Source: an optimization exercise on an open RTL-to-GDS flow (aim: small area and a short achievable clock period). Production flows keep margins and buffers that such runs may drop. No run shown here included a check of the RTL's function; only the layout flow was run. Power figures rest on the tool's default switching activity, not on a simulated workload.

==> design/flow/design.v <==
module mc_static_code (
    input  wire [1:0]  q,
    input  wire [4:0]  k,
    output reg  [29:0] tcode
);
  always @* begin
    case ({q, k})
      {2'd0, 5'd0}: tcode = 30'h00000000;
      {2'd0, 5'd1}: tcode = 30'h00000000;
      {2'd0, 5'd2}: tcode = 30'h00000006;
      {2'd0, 5'd3}: tcode = 30'h0000001C;
      {2'd0, 5'd4}: tcode = 30'h00000078;
      {2'd0, 5'd5}: tcode = 30'h000001F0;
      {2'd0, 5'd6}: tcode = 30'h000007E0;
      {2'd0, 5'd7}: tcode = 30'h00001FC0;
      {2'd0, 5'd8}: tcode = 30'h00007F80;
      {2'd0, 5'd9}: tcode = 30'h0001FF00;
      {2'd0, 5'd10}: tcode = 30'h0007FE00;
      {2'd0, 5'd11}: tcode = 30'h001FFC00;
      {2'd0, 5'd12}: tcode = 30'h007FF800;
      {2'd0, 5'd13}: tcode = 30'h01FFF000;
      {2'd0, 5'd14}: tcode = 30'h07FFE000;
      {2'd0, 5'd15}: tcode = 30'h1FFFC000;
      {2'd0, 5'd16}: tcode = 30'h3FFF0000;
      {2'd1, 5'd0}: tcode = 30'h00000006;
      {2'd1, 5'd1}: tcode = 30'h00000001;
      {2'd1, 5'd2}: tcode = 30'h00000000;
      {2'd1, 5'd3}: tcode = 30'h0000000C;
      {2'd1, 5'd4}: tcode = 30'h00000078;
      {2'd1, 5'd5}: tcode = 30'h000001F0;
      {2'd1, 5'd6}: tcode = 30'h000007E0;
      {2'd1, 5'd7}: tcode = 30'h00001FC0;
      {2'd1, 5'd8}: tcode = 30'h00007F80;
      {2'd1, 5'd9}: tcode = 30'h0001FF00;
      {2'd1, 5'd10}: tcode = 30'h0007FE00;
      {2'd1, 5'd11}: tcode = 30'h001FFC00;
      {2'd1, 5'd12}: tcode = 30'h007FF800;
      {2'd1, 5'd13}: tcode = 30'h01FFF000;
      {2'd1, 5'd14}: tcode = 30'h07FFE000;
      {2'd1, 5'd15}: tcode = 30'h1FFFC000;
      {2'd1, 5'd16}: tcode = 30'h3FFF0000;
      {2'd2, 5'd0}: tcode = 30'h0000001E;
      {2'd2, 5'd1}: tcode = 30'h00000005;
      {2'd2, 5'd2}: tcode = 30'h00000008;
      {2'd2, 5'd3}: tcode = 30'h00000004;
      {2'd2, 5'd4}: tcode = 30'h00000000;
      {2'd2, 5'd5}: tcode = 30'h00000070;
      {2'd2, 5'd6}: tcode = 30'h000001E0;
      {2'd2, 5'd7}: tcode = 30'h00000FC0;
      {2'd2, 5'd8}: tcode = 30'h00003F80;
      {2'd2, 5'd9}: tcode = 30'h0000FF00;
      {2'd2, 5'd10}: tcode = 30'h0003FE00;
      {2'd2, 5'd11}: tcode = 30'h000FFC00;
      {2'd2, 5'd12}: tcode = 30'h003FF800;
      {2'd2, 5'd13}: tcode = 30'h00FFF000;
      {2'd2, 5'd14}: tcode = 30'h03FFE000;
      {2'd2, 5'd15}: tcode = 30'h0FFFC000;
      {2'd2, 5'd16}: tcode = 30'h1FFF0000;
      {2'd3, 5'd0}: tcode = 30'h0000007C;
      {2'd3, 5'd1}: tcode = 30'h0000003D;
      {2'd3, 5'd2}: tcode = 30'h0000003A;
      {2'd3, 5'd3}: tcode = 30'h00000034;
      {2'd3, 5'd4}: tcode = 30'h00000028;
      {2'd3, 5'd5}: tcode = 30'h00000010;
      {2'd3, 5'd6}: tcode = 30'h00000000;
      {2'd3, 5'd7}: tcode = 30'h00000100;
      {2'd3, 5'd8}: tcode = 30'h00000600;
      {2'd3, 5'd9}: tcode = 30'h00001C00;
      {2'd3, 5'd10}: tcode = 30'h00007800;
      {2'd3, 5'd11}: tcode = 30'h0001F000;
      {2'd3, 5'd12}: tcode = 30'h0003F800;
      {2'd3, 5'd13}: tcode = 30'h000FF000;
      {2'd3, 5'd14}: tcode = 30'h003FE000;
      {2'd3, 5'd15}: tcode = 30'h00FFC000;
      {2'd3, 5'd16}: tcode = 30'h01FF0000;
      default: tcode = 30'd0;
    endcase
  end
endmodule
module mc_residue (
    input  wire [15:0] diff,
    input  wire [8:0]  dsel,
    input  wire [14:0] umask,
    output wire [15:0] m
);
  wire        sign = |(dsel & diff[15:7]);                  
  wire [14:0] u    = (diff[14:0] ^ {15{sign}}) & umask;
  assign m = {u, sign};
endmodule
module mc_class (
    input  wire [15:0] m,
    output reg  [4:0]  k
);
  integer i;
  always @* begin
    k = 5'd0;
    for (i = 0; i < 16; i = i + 1)
      if (m[i]) k = i[4:0] + 5'd1;
  end
endmodule
module mc_cost (
    input  wire [1:0]  q,
    input  wire [4:0]  k,
    output reg  [4:0]  cost
);
  always @* begin
    case ({q, k})
      {2'd0, 5'd0}: cost = 5'd2;
      {2'd0, 5'd1}: cost = 5'd2;
      {2'd0, 5'd2}: cost = 5'd3;
      {2'd0, 5'd3}: cost = 5'd5;
      {2'd0, 5'd4}: cost = 5'd7;
      {2'd0, 5'd5}: cost = 5'd9;
      {2'd0, 5'd6}: cost = 5'd11;
      {2'd0, 5'd7}: cost = 5'd13;
      {2'd0, 5'd8}: cost = 5'd15;
      {2'd0, 5'd9}: cost = 5'd17;
      {2'd0, 5'd10}: cost = 5'd19;
      {2'd0, 5'd11}: cost = 5'd21;
      {2'd0, 5'd12}: cost = 5'd23;
      {2'd0, 5'd13}: cost = 5'd25;
      {2'd0, 5'd14}: cost = 5'd27;
      {2'd0, 5'd15}: cost = 5'd29;
      {2'd0, 5'd16}: cost = 5'd30;
      {2'd1, 5'd0}: cost = 5'd3;
      {2'd1, 5'd1}: cost = 5'd2;
      {2'd1, 5'd2}: cost = 5'd3;
      {2'd1, 5'd3}: cost = 5'd4;
      {2'd1, 5'd4}: cost = 5'd7;
      {2'd1, 5'd5}: cost = 5'd9;
      {2'd1, 5'd6}: cost = 5'd11;
      {2'd1, 5'd7}: cost = 5'd13;
      {2'd1, 5'd8}: cost = 5'd15;
      {2'd1, 5'd9}: cost = 5'd17;
      {2'd1, 5'd10}: cost = 5'd19;
      {2'd1, 5'd11}: cost = 5'd21;
      {2'd1, 5'd12}: cost = 5'd23;
      {2'd1, 5'd13}: cost = 5'd25;
      {2'd1, 5'd14}: cost = 5'd27;
      {2'd1, 5'd15}: cost = 5'd29;
      {2'd1, 5'd16}: cost = 5'd30;
      {2'd2, 5'd0}: cost = 5'd5;
      {2'd2, 5'd1}: cost = 5'd3;
      {2'd2, 5'd2}: cost = 5'd4;
      {2'd2, 5'd3}: cost = 5'd4;
      {2'd2, 5'd4}: cost = 5'd5;
      {2'd2, 5'd5}: cost = 5'd7;
      {2'd2, 5'd6}: cost = 5'd9;
      {2'd2, 5'd7}: cost = 5'd12;
      {2'd2, 5'd8}: cost = 5'd14;
      {2'd2, 5'd9}: cost = 5'd16;
      {2'd2, 5'd10}: cost = 5'd18;
      {2'd2, 5'd11}: cost = 5'd20;
      {2'd2, 5'd12}: cost = 5'd22;
      {2'd2, 5'd13}: cost = 5'd24;
      {2'd2, 5'd14}: cost = 5'd26;
      {2'd2, 5'd15}: cost = 5'd28;
      {2'd2, 5'd16}: cost = 5'd29;
      {2'd3, 5'd0}: cost = 5'd7;
      {2'd3, 5'd1}: cost = 5'd6;
      {2'd3, 5'd2}: cost = 5'd6;
      {2'd3, 5'd3}: cost = 5'd6;
      {2'd3, 5'd4}: cost = 5'd6;
      {2'd3, 5'd5}: cost = 5'd6;
      {2'd3, 5'd6}: cost = 5'd7;
      {2'd3, 5'd7}: cost = 5'd9;
      {2'd3, 5'd8}: cost = 5'd11;
      {2'd3, 5'd9}: cost = 5'd13;
      {2'd3, 5'd10}: cost = 5'd15;
      {2'd3, 5'd11}: cost = 5'd17;
      {2'd3, 5'd12}: cost = 5'd18;
      {2'd3, 5'd13}: cost = 5'd20;
      {2'd3, 5'd14}: cost = 5'd22;
      {2'd3, 5'd15}: cost = 5'd24;
      {2'd3, 5'd16}: cost = 5'd25;
      default: cost = 5'd0;
    endcase
  end
endmodule
module mosaic_coder (
    input  wire        clk,
    input  wire        rst,           
    input  wire        in_valid,
    input  wire        in_first,      
    input  wire        in_last,       
    input  wire [3:0]  in_depth,      
    input  wire [2:0]  in_pred,       
    input  wire [4:0]  in_avail,      
    input  wire        in_ef_colour,  
    input  wire [15:0] in_x,
    input  wire [15:0] in_a,
    input  wire [15:0] in_b,
    input  wire [15:0] in_c,
    input  wire [15:0] in_e,
    input  wire [15:0] in_f,
    output reg         out_valid,
    output reg  [29:0] out_code,      
    output reg  [4:0]  out_len,
    output reg         blk_valid,
    output reg  [2:0]  blk_pred,
    output reg  [22:0] blk_bits
);
  genvar g;
  integer p, j;
  wire        a_av = in_avail[0];
  wire        b_av = in_avail[1];
  wire        c_av = in_avail[2];
  wire        none = !a_av && !b_av;
  reg         v1, first1, last1, use_ef1;
  reg         none1, a_of_a1, b_of_b1, c_of_c1;
  reg  [3:0]  depth1;
  reg  [2:0]  pred1;
  reg  [15:0] x1, ai1, bi1, ci1, e1, f1;
  always @(posedge clk) begin
    v1      <= in_valid && !rst;
    first1  <= in_first;
    last1   <= in_last;
    depth1  <= in_depth;
    pred1   <= in_pred;
    use_ef1 <= in_avail[3] && in_avail[4] && in_ef_colour;
    none1   <= none;
    a_of_a1 <= a_av;                     
    b_of_b1 <= b_av;                     
    c_of_c1 <= c_av;                     
    x1      <= in_x;
    ai1     <= in_a;
    bi1     <= in_b;
    ci1     <= in_c;
    e1      <= in_e;
    f1      <= in_f;
  end
  wire [8:0]  dsel;                                        
  generate
    for (g = 0; g < 9; g = g + 1) begin : g_dsel
      assign dsel[g] = (depth1 == g);
    end
  endgenerate
  wire [15:0] mid = {dsel, 7'd0};                         
  wire [15:0] a1 = none1 ? mid : a_of_a1 ? ai1 : bi1;
  wire [15:0] b1 = none1 ? mid : b_of_b1 ? bi1 : ai1;
  wire [15:0] c1 = none1 ? mid : c_of_c1 ? ci1 : b1;
  wire [16:0] av_t = {x1, 1'b1} + {1'b1, ~a1} + {1'b1, ~b1} + {16'd0, ~(a1[0] ^ b1[0])};
  wire [16:0] ef_t = {x1, 1'b1} + {1'b1, ~e1} + {1'b1, ~f1} + {16'd0, ~(e1[0] ^ f1[0])};
  wire [15:0] diff [0:5];
  assign diff[0] = x1 ^ mid;
  assign diff[1] = x1 - a1;
  assign diff[2] = x1 - b1;
  assign diff[3] = x1 - a1 - b1 + c1;
  assign diff[4] = av_t[16:1];
  assign diff[5] = ef_t[16:1];
  wire        a_lt_c = a1 < c1;
  wire        b_lt_c = b1 < c1;
  wire [17:0] v_ab   = {2'b0, a1} - {2'b0, b1};                      
  wire [17:0] u_abc  = {2'b0, a1} + {2'b0, b1} - {1'b0, c1, 1'b0};   
  wire        a_lt_b = v_ab[17];
  wire [1:0]  med_u  = (a_lt_c && b_lt_c)   ? (a_lt_b ? 2'd1 : 2'd2) :
                       (!a_lt_c && !b_lt_c) ? (a_lt_b ? 2'd2 : 2'd1) : 2'd3;
  function [2:0] ctx_ge;            
    input [17:0] w;
    input [8:0]  ds;
    reg          neg;
    reg   [16:0] nw;
    reg   [10:0] ge;                
    integer      i;
    begin
      neg = w[17];
      nw  = w[16:0] ^ {17{neg}};    
      ge[0] = (|nw) | neg;
      for (i = 1; i < 11; i = i + 1)
        ge[i] = (|(nw >> i)) | (neg & ((nw & ((17'd1 << i) - 17'd1)) == ((17'd1 << i) - 17'd1)));
      ctx_ge[0] = |(ds & {ge[6], ge[5], ge[4], ge[3], ge[2], ge[1], ge[0], ge[0], ge[0]});
      ctx_ge[1] = |(ds & {ge[8], ge[7], ge[6], ge[5], ge[4], ge[3], ge[2], ge[1], ge[1]});
      ctx_ge[2] = |(ds & ge[10:2]);
    end
  endfunction
  wire [2:0] ge_u = ctx_ge(u_abc, dsel);
  wire [2:0] ge_v = ctx_ge(v_ab, dsel);
  reg         v2, first2, last2, use_ef2, ctx_u2;
  reg  [2:0]  pred2, ge_u2, ge_v2;
  reg  [1:0]  med2;
  reg  [3:0]  depth2;
  reg  [15:0] diff2 [0:5];
  always @(posedge clk) begin
    v2      <= v1 && !rst;
    first2  <= first1;
    last2   <= last1;
    use_ef2 <= use_ef1;
    pred2   <= pred1;
    depth2  <= depth1;
    ctx_u2  <= (a_lt_c == b_lt_c);
    ge_u2   <= ge_u;
    ge_v2   <= ge_v;
    med2    <= med_u;
    for (p = 0; p < 6; p = p + 1)
      diff2[p] <= diff[p];
  end
  wire [8:0]  dsel2;                                       
  wire [14:0] umask2;                              
  generate
    for (g = 0; g < 9; g = g + 1) begin : g_dsel2
      assign dsel2[g] = (depth2 == g);
    end
    for (g = 0; g < 15; g = g + 1) begin : g_umask2
      if (g <= 6) begin : g_lo
        assign umask2[g] = 1'b1;
      end else begin : g_hi
        assign umask2[g] = |dsel2[8:g-6];
      end
    end
  endgenerate
  wire [15:0] m2 [0:5];
  generate
    for (g = 0; g < 6; g = g + 1) begin : g_res
      mc_residue u_res (.diff(diff2[g]), .dsel(dsel2), .umask(umask2), .m(m2[g]));
    end
  endgenerate
  wire [2:0] ge = ctx_u2 ? ge_u2 : ge_v2;
  wire [1:0] q2 = ge[2] ? 2'd3 : ge[1] ? 2'd2 : ge[0] ? 2'd1 : 2'd0;
  wire [4:0] k_u    [0:5];
  wire [4:0] cost_u [0:5];
  generate
    for (g = 0; g < 6; g = g + 1) begin : g_cost
      mc_class u_cls (.m(m2[g]), .k(k_u[g]));
      mc_cost u_cost (.q(q2), .k(k_u[g]), .cost(cost_u[g]));
    end
  endgenerate
  wire [2:0] med_sel = {1'b0, med2};
  wire [2:0] p5_sel  = use_ef2 ? 3'd5 : med_sel;
  reg  [4:0] cost3, cost5;
  always @* begin
    case (med2)
      2'd1:    cost3 = cost_u[1];
      2'd2:    cost3 = cost_u[2];
      default: cost3 = cost_u[3];
    endcase
    cost5 = use_ef2 ? cost_u[5] : cost3;
  end
  reg  [2:0]  sel_u;
  reg  [15:0] sel_m;
  reg  [4:0]  sel_k;
  reg  [4:0]  sel_cost;
  always @* begin
    case (pred2)
      3'd0:    sel_u = 3'd0;
      3'd1:    sel_u = 3'd1;
      3'd2:    sel_u = 3'd2;
      3'd3:    sel_u = med_sel;
      3'd4:    sel_u = 3'd4;
      default: sel_u = p5_sel;
    endcase
    case (sel_u)
      3'd0:    begin sel_m = m2[0]; sel_k = k_u[0]; sel_cost = cost_u[0]; end
      3'd1:    begin sel_m = m2[1]; sel_k = k_u[1]; sel_cost = cost_u[1]; end
      3'd2:    begin sel_m = m2[2]; sel_k = k_u[2]; sel_cost = cost_u[2]; end
      3'd3:    begin sel_m = m2[3]; sel_k = k_u[3]; sel_cost = cost_u[3]; end
      3'd4:    begin sel_m = m2[4]; sel_k = k_u[4]; sel_cost = cost_u[4]; end
      default: begin sel_m = m2[5]; sel_k = k_u[5]; sel_cost = cost_u[5]; end
    endcase
  end
  wire [29:0] tcode;
  mc_static_code u_code (.q(q2), .k(sel_k), .tcode(tcode));
  reg         v3, first3, last3;
  reg  [4:0]  cost3r [0:5];
  always @(posedge clk) begin
    out_valid <= v2 && !rst;
    out_code  <= tcode ^ {14'd0, sel_m};
    out_len   <= sel_cost;
    v3        <= v2 && !rst;
    first3    <= first2 && v2;
    last3     <= last2;
    cost3r[0] <= v2 ? cost_u[0] : 5'd0;
    cost3r[1] <= v2 ? cost_u[1] : 5'd0;
    cost3r[2] <= v2 ? cost_u[2] : 5'd0;
    cost3r[3] <= v2 ? cost3     : 5'd0;
    cost3r[4] <= v2 ? cost_u[4] : 5'd0;
    cost3r[5] <= v2 ? cost5     : 5'd0;
  end
  reg  [22:0] acc [0:5];
  reg  [5:0]  acc_lo [0:5];
  reg  [23:5] acc_pa [0:5];
  reg  [22:0] acc_nx [0:5];
  always @* begin
    for (p = 0; p < 6; p = p + 1) begin
      acc_lo[p] = {1'b0, first3 ? 5'd0 : acc[p][4:0]} + {1'b0, cost3r[p]};
      acc_pa[p][5] = 1'b1;
      for (j = 5; j < 23; j = j + 1)
        acc_pa[p][j+1] = acc_pa[p][j] & acc[p][j];
      acc_nx[p][4:0] = acc_lo[p][4:0];
      for (j = 5; j < 23; j = j + 1)
        acc_nx[p][j] = !first3 && (acc[p][j] ^ (acc_lo[p][5] & acc_pa[p][j]));
    end
  end
  wire lt01 = acc_nx[1] < acc_nx[0];
  wire lt23 = acc_nx[3] < acc_nx[2];
  wire lt45 = acc_nx[5] < acc_nx[4];
  reg  w01, w23, w45, tot_v;
  always @(posedge clk) begin
    for (p = 0; p < 6; p = p + 1)
      acc[p] <= acc_nx[p];
    w01   <= lt01;
    w23   <= lt23;
    w45   <= lt45;
    tot_v <= v3 && last3 && !rst;
  end
  wire [22:0] v01 = w01 ? acc[1] : acc[0];
  wire [22:0] v23 = w23 ? acc[3] : acc[2];
  wire [22:0] v45 = w45 ? acc[5] : acc[4];
  wire        c_a = v23 < v01;
  wire        c_b = v45 < v01;
  wire        c_c = v45 < v23;
  wire        s45 = c_b && c_c;
  wire        s23 = !s45 && c_a;
  wire [22:0] vbest = s45 ? v45 : s23 ? v23 : v01;
  wire [2:0]  ibest = s45 ? {2'b10, w45} : s23 ? {2'b01, w23} : {2'b00, w01};
  always @(posedge clk) begin
    blk_valid <= tot_v && !rst;
    blk_pred  <= ibest;
    blk_bits  <= vbest;
  end
endmodule
==> design/flow/flow/run.sh <==
#!/bin/bash
# Layout flow: the standard ORFS flow (standard.sh) with three changes in
# how the layout is made:
#  - synthesis maps adders as plain logic for abc (no half/full adder cells,
#    yosys's default Brent-Kung carry network instead of Kogge-Stone);
#  - abc maps with a 2.6 ns delay target and recovers area within it
#    (flow/abc_area.script, used for the synthesis step only);
#  - ports are buffered with sky130_fd_sc_hd__buf_2 cells.
# Each step's full output goes to a log file in this folder.
set -euo pipefail
export ADDER_MAP_FILE=
export SYNTH_OPERATIONS_ARGS=-booth
export BUFFER_PORTS_ARGS="-buffer_cell sky130_fd_sc_hd__buf_2"

# Synthesis, with a copy of ORFS's scripts whose abc area script is ours
rm -rf synth_scripts
cp -r "$FLOW_HOME/scripts" synth_scripts
cp flow/abc_area.script synth_scripts/abc_area.script
SCRIPTS_DIR="$PWD/synth_scripts" bash standard.sh synth > synth.log 2>&1

# The rest of the standard flow
bash standard.sh > standard.log 2>&1
==> design/flow/flow/abc_area.script <==
strash
dch
map -D 2600
topo
stime -c
buffer -c
upsize -c
dnsize -c
==> design/flow/standard.sh <==
#!/bin/bash
# synth_recipe.tcl (not shown) runs the flow's synth.tcl, then flattens the netlist and writes it again
# the make line also repeats each setting of config.mk as NAME=value (left out here)
make -C /OpenROAD-flow-scripts/flow DESIGN_CONFIG=/design/flow/config.mk WORK_HOME=/design/flow/orfs CLKGATE_MAP_FILE= SYNTH_SCRIPT=/design/flow/synth_recipe.tcl "${@:-finish}"
==> design/flow/config.mk <==
export PLATFORM = sky130hd
export DESIGN_NAME = mosaic_coder
export DESIGN_NICKNAME = mosaic_coder
export VERILOG_FILES = /design/flow/design.v
export SDC_FILE = /design/flow/constraint.sdc
export NUM_CORES = 4
export LEC_CHECK = 0
export ABC_AREA = 1
export CAP_MARGIN = 20
export CORE_MARGIN = 2
export CORE_UTILIZATION = 60
export CTS_CLUSTER_DIAMETER = 60
export CTS_CLUSTER_SIZE = 30
export SLEW_MARGIN = 70
==> design/flow/constraint.sdc <==
create_clock -name core_clock -period 20.0 [get_ports {clk}]
set_input_delay 4.0000 -clock core_clock [delete_from_list [all_inputs] [get_ports {clk}]]
set_output_delay 4.0000 -clock core_clock [all_outputs]
set_load 0.01 [all_outputs]
==> out/results.ini, run 1 <==
[synthesis]
yosysWarningCount = 16
ys_ff_latch = 464
synth.mux.area_fraction = 0.00190
synthAdderAreaFrac = 0.00253
synthCells = 4863
synth-main-ff-cell = dfxtp_1
ys_seq_area_frac = 0.294
synth_xor_area_frac = 0.0776
post_synth.cell_area_avg_um2 = 6.50
syn_area_um2 = 31600
synth_enable_flop_cells = 0
yosysTopAreaCellShare = 0.294
synthTopCellsByArea = dfxtp_1 29%, nand2_1 11%, nor2_1 9.4%
synth_top_family_by_area = simple AND/OR/NAND/NOR gates
postSynth.asyncResetShare = 0
yosysUniqueCellTypes = 102
yosysTopAreaCell = dfxtp_1
synth_fp_nets = 4977
synth_compound_area_frac = 0.210
synth-simple-area-share = 0.319

[timing]
finalWorstSetupSlack_ns = 14.91
period_share = 0.255
hold_viol_final = 0
timing.fmax_mhz = 196
skew_ns = 0.0393
setup_viol = 0
rsz0062_at_grt = no
timing.setup.tns_ns = 0
tightest_slew_ns = 0.497
slew_headroom = 0.668
min_period_ns = 5.09
slew_violations = 0
hold-worst-slack_ns = 0.330

[pwr]
cellLeakagePower_nw = 16.7
power_mw = 5.11
p_comb_frac = 0.584
seqPwrFrac = 0.250
p_per_area_nw_per_um2 = 145
power.switching_mw = 2.53
pwr-share-clk = 0.167
vdd_drop_max_mv = 0.106
power.share.switching = 0.496
intPower_mw = 2.57

[clocking]
insertion_delay_ns = 0.61
cts_resized = 0
postCtsSetupBuffers = 0
cts_tree = built
numCtsBuffers = 37
cts_num_sinks = 464
clk_pin_slew_worst_paths_ns = 0.08
ctsHtreeMaxLevel = 2
cts_root_buf = clkbuf_16
cts_buffer_depth = 3
postCtsHoldBufs = 0

[cells_and_area]
layout.cells.non_filler = 5727
nets = 5125
drive_above_1_share = 0.121
layout_common_cells = 958 x nand2_1, 766 x nor2_1, 610 x inv_1
syn2layout_area_growth_pct = 11.5
final_common_cell = nand2_1
num-fill-cells = 4794
num_antenna_cells = 0

[hold_path]
min_from = last2$_DFF_P_
min_path_type = flip-flop to flip-flop

[worst_setup_path]
worstSetupStartpoint = out_code[18]$_DFF_P_
path_delay_family = flip-flops
ff2ff_setup_slack_ns = 14.92
critPathCaptureType = output pin
crit_chain = buf_2
critPathArrivalTime_ns = 1.09
required_ns = 16.00
worstReg2RegStart = b_of_b1$_DFF_P_
max_stage_delay_ns = 0.36
cp_max_fo = 1
crit_type = flip-flop to output pin
start_kind = flip-flop
cp_num_buf_inv = 1
cp_slowest_cell = dfxtp_1

[global_routing]
grt_pass1_vias = 29254
grt_max_degree = 56
grt.overflow.total = 0
antenna_found_initial = 0
grtUsageTotal = 0.340
grt_pass1_wl_um = 149000

[detailed_routing]
drt_iter0_markers = 3049
ant_nets = 0
vias = 32588
drtPass1Iterations = 7
wirelength_um = 95600
remaining_drc_errors = 0
viasPerCell = 5.69
wl_per_cell_um = 16.7

[placed_design]
gp_congestion = 1.01
place_ws_ns = 15.10
placed_cells_incl_taps = 5657
numPortBuffers = 176
dp_hpwl_um = 75700

[floorplan]
fp.dieH_um = 233
core.rowCount = 84
core_um2 = 52300
ios = 177
die_w_um = 233
die_area_um2 = 54500
start_util = 0.604

[status]
status = complete, no violations

[flow_run]
cap_violations = 0

-- Yosys cell counts, types with 52 or more instances --
| master | instances |
|---|---|
| dfxtp_1 | 464 |
| a22oi_1 | 63 |
| nand4_1 | 75 |
| nor2_1 | 793 |
| o21ai_0 | 256 |
| xor2_1 | 190 |
| a21oi_1 | 243 |
| o22ai_1 | 52 |
| nand3_1 | 160 |
| nand2_1 | 958 |
| nor3_1 | 117 |
| xnor2_1 | 73 |
| clkbuf_1 | 66 |
| inv_1 | 615 |
-- layer usage --
metal / up-vias / wire length, um / GRT usage
met5: - / 0 / 0
li1: 16355 / - / -
met3: 276 / 6850 / 0.0442
met2: 1303 / 43600 / 0.566
met4: 0 / 5210 / 0.177
met1: 14654 / 40000 / 0.430
-- final cells by class --
type                            instances  area (um2)  share of cell area
Clock inverter                         29         517              0.0147
Sequential cell                       464        9290               0.264
Inverter                              651        2460              0.0698
Tap cell                              688         861              0.0244
Clock buffer                           38         930              0.0264
Timing Repair Buffer                  221        1270              0.0360
Multi-Input combinational cell       3636       19900               0.565
-- metrics by stage --
stage | util | instance area [um2]
2_1_floorplan | - | 31600
3_3_place_gp | 0.631 | 33000
3_5_place_dp | 0.641 | 33500
4_1_cts | 0.668 | 35000
5_1_grt | 0.673 | 35200
6_report | 0.673 | 35200
-- state kept, by name, indices dropped and copies added, names as in the netlist, 4 cells and up --
name      flops
acc         138
diff2        96
cost3r       30
out_code     30
blk_bits     23
ai1          16
bi1          16
ci1          16
e1           16
f1           16
x1           16
out_len       5
depth1        4
depth2        4
-- cell families (layout without fill, tap and decap cells) --
| group | count (synthesis) | count (layout) |
|---|---|---|
| DFF | 464 | 464 |
| muxes | 6 | 6 |
| AOI/OAI and AO/OA | 1022 | 1022 |
| xor gates and xnor gates | 271 | 271 |
| and+or+nand+nor | 2329 | 2329 |
| buffers and inverters | 763 | 939 |
| adders and majority gates | 8 | 8 |
-- final timing paths --
path,endpoint,cells past startpoint
max,out_code[18],1
min,last3$_DFF_P_,0
max reg2reg,ge_u2[0]$_DFF_P_,26
min reg2reg,last3$_DFF_P_,0
-- power groups by stage --
stage	Clock, mW	Combinational, mW	Sequential (mW)
floorplan	0	2.08	1.27
global placement	0	2.80	1.29
detailed placement	0	2.87	1.29
CTS	0.865	2.89	1.27
global route	0.899	3.28	1.29
finish	0.851	2.98	1.27
==> inputs of run 2 (changes only) <==
--- a/design/flow/config.mk
+++ b/design/flow/config.mk
@@ -12,3 +12,4 @@
 export CTS_CLUSTER_DIAMETER = 60
 export CTS_CLUSTER_SIZE = 30
+export GPL_TIMING_DRIVEN = 1
 export SLEW_MARGIN = 70
==> run 2 against run 1 <==
  * Worst setup slack unchanged
  * Cell count unchanged
  * Clock skew unchanged
  * Critical path type unchanged
==> out/results.ini, run 2 <==
[status]
status = complete, no violations

[cells_and_area]
largest_reg_flops = 138  ; unchanged
final_common_cell = nand2_1
num_antenna_cells = 0  ; unchanged
nets = 5125  ; unchanged
syn2layout_area_growth_pct = 11.5  ; unchanged
layout_common_cells = 958 x nand2_1, 766 x nor2_1, 610 x inv_1
largestRegisters = acc (138), diff2 (96)
top_register = acc
drive_above_1_share = 0.121  ; unchanged
fin_area_um2 = 35200  ; unchanged

[timing]
slew_violations = 0  ; unchanged
timing.setup.tns_ns = 0  ; unchanged
period_share = 0.255  ; unchanged
skew_ns = 0.0393  ; unchanged
tightest_slew_ns = 0.497  ; unchanged
slew_headroom = 0.668  ; unchanged
min_period_ns = 5.09  ; unchanged
finalWorstSetupSlack_ns = 14.91  ; unchanged
timing.fmax_mhz = 196  ; unchanged
setup_viol = 0  ; unchanged
hold-worst-slack_ns = 0.330  ; unchanged
rsz0062_at_grt = no
hold_viol_final = 0  ; unchanged

[synthesis]
yosysTopAreaCell = dfxtp_1
yosysUniqueCellTypes = 102  ; unchanged
synthCells = 4863  ; unchanged
yosysWarningCount = 16  ; unchanged
synth-main-ff-cell = dfxtp_1
ys_seq_area_frac = 0.294  ; unchanged
post_synth.cell_area_avg_um2 = 6.50  ; unchanged
ys_ff_latch = 464  ; unchanged
syn_area_um2 = 31600  ; unchanged
synth_fp_nets = 4977  ; unchanged
synth_enable_flop_cells = 0  ; unchanged
postSynth.asyncResetShare = 0  ; unchanged
synthTopCellsByArea = dfxtp_1 29%, nand2_1 11%, nor2_1 9.4%
yosysTopAreaCellShare = 0.294  ; unchanged
yosys-top-cells-count = 958 x nand2_1, 793 x nor2_1, 615 x inv_1
synth.most_common_cell = nand2_1

[worst_setup_path]
critPathCapture = out_code[18]
start_kind = flip-flop
max_stage_delay_ns = 0.36  ; about the same
worstSetupStartpoint = out_code[18]$_DFF_P_
required_ns = 16.00  ; about the same
crit_type = flip-flop to output pin
ff2ff_setup_slack_ns = 14.92  ; about the same
cp.depth = 1  ; unchanged
critPathArrivalTime_ns = 1.09  ; about the same
cp_max_fo = 1  ; unchanged
cp_slowest_cell = dfxtp_1
worstReg2RegStart = b_of_b1$_DFF_P_
rr_worst_depth = 26  ; unchanged
crit_chain = buf_2
cp_num_buf_inv = 1  ; unchanged
path_delay_family = flip-flops
critPathCaptureType = output pin
r2r-end = ge_u2[0]$_DFF_P_

[placed_design]
gp_congestion = 1.01  ; unchanged
dp_hpwl_um = 75700  ; unchanged
postPlaceCellArea_um2 = 33500  ; unchanged
numPortBuffers = 176  ; unchanged
place_ws_ns = 15.10  ; unchanged

[detailed_routing]
wl_met3_um = 6850  ; unchanged
ant_nets = 0  ; unchanged
viasPerCell = 5.69  ; unchanged
wirelength_um = 95600  ; unchanged
wl_per_cell_um = 16.7  ; unchanged
vias = 32588  ; unchanged
wl_met2_um = 43600  ; unchanged
drtPass1Iterations = 7  ; unchanged
met1_length_um = 40000  ; unchanged
remaining_drc_errors = 0  ; unchanged
drt_iter0_markers = 3049  ; unchanged
top_layer_used = met4

[floorplan]
core_um2 = 52300  ; unchanged
ios = 177  ; unchanged
core.rowCount = 84  ; unchanged
fp.dieH_um = 233  ; unchanged
die_area_um2 = 54500  ; unchanged
die_w_um = 233  ; unchanged
start_util = 0.604  ; unchanged

[clocking]
postCtsSetupBuffers = 0  ; unchanged
clk_pin_slew_worst_paths_ns = 0.08  ; about the same
insertion_delay_ns = 0.61  ; about the same
numCtsBuffers = 37  ; unchanged
cts_tree = built
postCtsHoldBufs = 0  ; unchanged
cts_resized = 0  ; unchanged
cts_root_buf = clkbuf_16
cts_num_sinks = 464  ; unchanged
cts_buffer_depth = 3  ; unchanged
ctsHtreeMaxLevel = 2  ; unchanged

[hold_path]
min_path_type = flip-flop to flip-flop

[global_routing]
grt.overflow.total = 0  ; unchanged
grtUsageTotal = 0.340  ; unchanged
grt_pass1_wl_um = 149000  ; unchanged
grt_max_degree = 56  ; unchanged
antenna_found_initial = 0  ; unchanged
grt_pass1_vias = 29254  ; unchanged

[pwr]
power_mw = 5.11  ; unchanged
p_per_area_nw_per_um2 = 145  ; unchanged
cellLeakagePower_nw = 16.7  ; unchanged
vdd_drop_max_mv = 0.106  ; unchanged

[flow_run]
cap_violations = 0  ; unchanged

## run 2: cell counts after synthesis
Identical to the previous run, type by type.
## run 2: through the flow
step / util / instances
global route: 0.673 / 5727
finish: 0.673 / 5727
detailed placement: 0.641 / 5657
global placement: 0.631 / 5646
floorplan: - / 4863
CTS: 0.668 / 5724
## run 2: layer usage
layer  GRT usage  up-vias
li1            -    16355
met1       0.430    14654
met2       0.566     1303
met3      0.0442      276
met4       0.177        0
met5           0        -
## run 2: worst min path at each step
stage	from	endpoint	cells past startpoint
2_1_floorplan	first1$_DFF_P_	first2$_DFF_P_	0
3_3_place_gp	pred1[1]$_DFF_P_	pred2[1]$_DFF_P_	0
3_5_place_dp	first1$_DFF_P_	first2$_DFF_P_	0
4_1_cts	first1$_DFF_P_	first2$_DFF_P_	0
5_1_grt	last1$_DFF_P_	last2$_DFF_P_	0
6_report	last2$_DFF_P_	last3$_DFF_P_	0
## run 2: report_power, final
part           switching (mW)  internal, mW  leakage (nW)
clock network           0.421         0.430         0.691
registers               0.131          1.14          3.86
logic                    1.98         0.998          12.1
total                    2.53          2.57          16.7
## run 2: cell families after synthesis
family,after synthesis,synth area share
AOI/OAI and AO/OA,1022,0.210
xor gates and xnor gates,271,0.0776
adders and majority gates,8,0.00253
buffers and inverters,763,0.0953
DFF,464,0.294
muxes,6,0.00190
and+or+nand+nor,2329,0.319
## run 2: layout make-up
cell class                      count  area, um2
Timing Repair Buffer              221       1270
Clock inverter                     29        517
Sequential cell                   464       9290
Tap cell                          688        861
Clock buffer                       38        930
Fill cell                        4794      17100
Multi-Input combinational cell   3636      19900
Inverter                          651       2460
==> inputs of run 3 (changes only) <==
==> design/flow/flow/run.sh (replaced) <==
#!/bin/bash
# Layout flow: the standard ORFS flow (standard.sh) with two changes in
# how the layout is made:
#  - synthesis maps adders as plain logic for abc (no half/full adder cells,
#    yosys's default Brent-Kung carry network instead of Kogge-Stone);
#  - ports are buffered with sky130_fd_sc_hd__buf_2 cells.
# Every tool's output goes to standard.log in this folder.
set -euo pipefail
export ADDER_MAP_FILE=
export SYNTH_OPERATIONS_ARGS=-booth
export BUFFER_PORTS_ARGS="-buffer_cell sky130_fd_sc_hd__buf_2"
bash standard.sh > standard.log 2>&1
--- a/design/flow/config.mk
+++ b/design/flow/config.mk
@@ -12,4 +12,3 @@
 export CTS_CLUSTER_DIAMETER = 60
 export CTS_CLUSTER_SIZE = 30
-export GPL_TIMING_DRIVEN = 1
-export SLEW_MARGIN = 70
+export SLEW_MARGIN = 60
removed: design/flow/flow/abc_area.script
==> run 3 against run 2 <==
  * Still clean on timing, DRC and antenna
  * Worst setup slack worse by 0.020 ns
  * Clock power is 8.3% lower
  * Total power is 0.33% lower
  * Via count is 9.3% higher
  * Critical path depth stayed put
  * Critical endpoint is now out_code[17]
  * Largest power group unchanged
==> out/results.ini, run 3 <==
[status]
status = complete, no violations

[global_routing]
grt_pass1_wl_um = 161000  ; +8.4%
grt_max_degree = 70  ; +25%
grt_pass1_vias = 31685  ; +8.3%
grt.overflow.total = 0  ; unchanged
antenna_found_initial = 0  ; unchanged
grtUsageTotal = 0.350  ; +0.0103

[timing]
period_share = 0.256  ; +0.000980
timing.setup.tns_ns = 0  ; unchanged
finalWorstSetupSlack_ns = 14.89  ; -0.0196 ns
timing.fmax_mhz = 196  ; -0.38%
setup_viol = 0  ; unchanged
slew_headroom = 0.613  ; -0.0550
hold-worst-slack_ns = 0.323  ; -0.00622 ns
tightest_slew_ns = 0.578  ; +0.0807 ns
min_period_ns = 5.11  ; +0.0196 ns
skew_ns = 0.0248  ; -0.0144 ns
rsz0062_at_grt = no
slew_violations = 0  ; unchanged
hold_viol_final = 0  ; unchanged

[cells_and_area]
layout_common_cells = 1842 x nand2_1, 811 x inv_1, 603 x nor2_1
top_register = acc
largest_reg_flops = 138  ; unchanged
nets = 5876  ; +15%
num_antenna_cells = 0  ; unchanged
syn2layout_area_growth_pct = 8.29
num-fill-cells = 5296  ; +10%
drive_above_1_share = 0.0852  ; -0.0361
largestRegisters = acc (138), diff2 (96)
final_common_cell = nand2_1
utilization = 0.653  ; -0.0200

[worst_setup_path]
max_stage_delay_ns = 0.37  ; about the same
cp_num_buf_inv = 1  ; unchanged
start_kind = flip-flop
worstReg2RegStart = depth2[1]$_DFF_P_
cp_max_fo = 1  ; unchanged
critPathCaptureType = output pin
cp_slowest_cell = dfxtp_1
path_delay_family = flip-flops
r2r-end = out_code[8]$_DFF_P_
required_ns = 16.00  ; about the same
critPathArrivalTime_ns = 1.11  ; +0.02 ns
crit_chain = buf_2
ff2ff_setup_slack_ns = 15.27  ; +0.35 ns
crit_type = flip-flop to output pin
rr_worst_depth = 23  ; -12%

[synthesis]
synth-main-ff-cell = dfxtp_1
syn_area_um2 = 33000  ; +4.6%
post_synth.cell_area_avg_um2 = 5.87  ; -9.7%
synth.most_common_cell = nand2_1
synth_fp_nets = 5746  ; +15%
synthCells = 5632  ; +16%
ys_ff_latch = 464  ; unchanged
yosysWarningCount = 16  ; unchanged
synthTopCellsByArea = dfxtp_1 28%, nand2_1 21%, inv_1 9.3%
synth_enable_flop_cells = 0  ; unchanged
postSynth.asyncResetShare = 0  ; unchanged
yosysTopAreaCell = dfxtp_1
yosys-top-cells-count = 1845 x nand2_1, 818 x inv_1, 606 x nor2_1
yosysUniqueCellTypes = 70  ; -31%
ys_seq_area_frac = 0.281  ; -0.0129
yosysTopAreaCellShare = 0.281  ; -0.0129

[clocking]
cts_root_buf = clkbuf_16
numCtsBuffers = 35  ; -5.4%
cts_tree = built
cts_resized = 0  ; unchanged
ctsHtreeMaxLevel = 2  ; unchanged
cts_num_sinks = 464  ; unchanged
clk_pin_slew_worst_paths_ns = 0.09  ; about the same
insertion_delay_ns = 0.60  ; about the same
postCtsSetupBuffers = 0  ; unchanged
postCtsHoldBufs = 0  ; unchanged
cts_buffer_depth = 3  ; unchanged

[floorplan]
start_util = 0.603  ; about the same
fp.dieH_um = 239  ; +2.2%
core_um2 = 54800  ; +4.6%
die_area_um2 = 57000  ; +4.5%
ios = 177  ; unchanged
die_w_um = 239  ; +2.2%
core.rowCount = 86  ; +2.4%

[hold_path]
min_path_type = flip-flop to flip-flop
hold-path-cell-count = 0  ; unchanged
min_from = first1$_DFF_P_
hold_end = first2$_DFF_P_

[pwr]
power.switching_mw = 2.61  ; +3.0%
pwr-share-clk = 0.153  ; -0.014
power_mw = 5.09  ; -0.33%
power.share.switching = 0.513  ; +0.0164
intPower_mw = 2.48  ; -3.6%
p_per_area_nw_per_um2 = 142  ; -1.8%
p_comb_frac = 0.594  ; +0.010
seqPwrFrac = 0.253  ; +0.003
vdd_drop_max_mv = 0.104  ; -1.2%
cellLeakagePower_nw = 19.5  ; +17%

[placed_design]
numPortBuffers = 176  ; unchanged
gp_congestion = 1.02  ; +0.57%
dp_hpwl_um = 81600  ; +7.8%
place_ws_ns = 15.43  ; +0.331 ns

[detailed_routing]
wl_per_cell_um = 15.7  ; -5.7%
wirelength_um = 102000  ; +6.9%
drt_iter0_markers = 3199  ; +4.9%
vias = 35620  ; +9.3%
ant_nets = 0  ; unchanged
viasPerCell = 5.49  ; -3.6%
remaining_drc_errors = 0  ; unchanged
drtPass1Iterations = 6  ; -1

[flow_run]
cap_violations = 0  ; unchanged

run 3: cell types whose count changed after synthesis, moves of 59 or more:
cell	change
inv_1	+203
nand3_1	+337
a21oi_1	-80
a22oi_1	-59
nand2_1	+887
nor2_1	-187
run 3: metrics by stage:
step / instances / area [um2]
CTS: 6492 / 35800
floorplan: 5632 / 33000
global placement: 6428 / 34400
finish: 6492 / 35800
global route: 6492 / 35800
detailed placement: 6429 / 34500
run 3: how the worst max path moves through the flow:
stage	from	endpoint	slack (ns)	cells past startpoint
global route	first3$_DFF_P_	w01$_DFF_P_	14.84	33
floorplan	out_valid$_DFF_P_	out_valid	15.65	0
detailed placement	none1$_DFF_P_	ge_v2[1]$_DFF_P_	15.43	26
CTS	out_code[17]$_DFF_P_	out_code[17]	14.87	1
finish	out_code[17]$_DFF_P_	out_code[17]	14.89	1
global placement	first3$_DFF_P_	w01$_DFF_P_	15.02	28
run 3: logic make-up after synthesis:
logic type | share of synthesized area
and+or+nand+nor | 0.424
buffers and inverters | 0.115
AOI/OAI and AO/OA | 0.125
DFF | 0.281
xor gates and xnor gates | 0.0541
adders and majority gates | 0.000606
run 3: area by class of cell:
class | count | area, um2 | share of cell area
multi-input combinational | 4197 | 20000 | 0.558
sequential | 464 | 9290 | 0.260
inverter | 864 | 3250 | 0.0908
timing repair buffer | 200 | 1100 | 0.0306
clock buffer | 40 | 935 | 0.0261
tap | 704 | 881 | 0.0246
clock inverter | 23 | 345 | 0.00965
run 3: metal layers:
| metal | routed length, um | track usage | up-vias |
|---|---|---|---|
| met5 | 0 | 0 | - |
| met4 | 5490 | 0.167 | 0 |
| met3 | 7900 | 0.0485 | 275 |
| met2 | 45900 | 0.581 | 1416 |
| met1 | 42900 | 0.449 | 15863 |
| li1 | - | - | 18066 |
run 3: power by group through the flow:
stage | sequential [mW] | combinational, mW | clock, mW
2_1_floorplan | 1.28 | 2.19 | 0
3_3_place_gp | 1.30 | 2.92 | 0
3_5_place_dp | 1.30 | 2.94 | 0
4_1_cts | 1.28 | 2.96 | 0.792
5_1_grt | 1.30 | 3.40 | 0.824
6_report | 1.29 | 3.02 | 0.780

[port drivers added, routing unchanged]
The flow's constraints put no driver on any port. The routed layouts listed below were extracted and timed again, unchanged, in two steps.
Step 1 (the two cells are an assumption about what drives the block):
set clk [get_ports {clk}]
set_driving_cell -lib_cell sky130_fd_sc_hd__clkbuf_16 $clk
set_driving_cell -lib_cell sky130_fd_sc_hd__buf_2 [delete_from_list [all_inputs] $clk]
Step 2 adds t to the input delays and takes it off the output delays; t is the mean of the earliest and latest rising clock arrival at the registers after step 1. Input paths then give back, and output paths get back, about the clock's delay inside the block.
Three values: no drivers, after step 1, after step 2; two values: the first two.
run | t, ns | setup slack, ns | worst setup path after step 2 | slew at the worst register clock pin (ns) | pins driven straight from the clock port
run 1 | 0.653 | 14.907 / 14.844 / 14.917 | register to register | 0.10 / 0.10 | 1
run 2 | 0.653 | 14.907 / 14.844 / 14.917 | register to register | 0.10 / 0.10 | 1
run 3 | 0.651 | 14.887 / 14.827 / 15.275 | register to register | 0.10 / 0.10 | 1
After both steps every run listed still meets setup and hold.
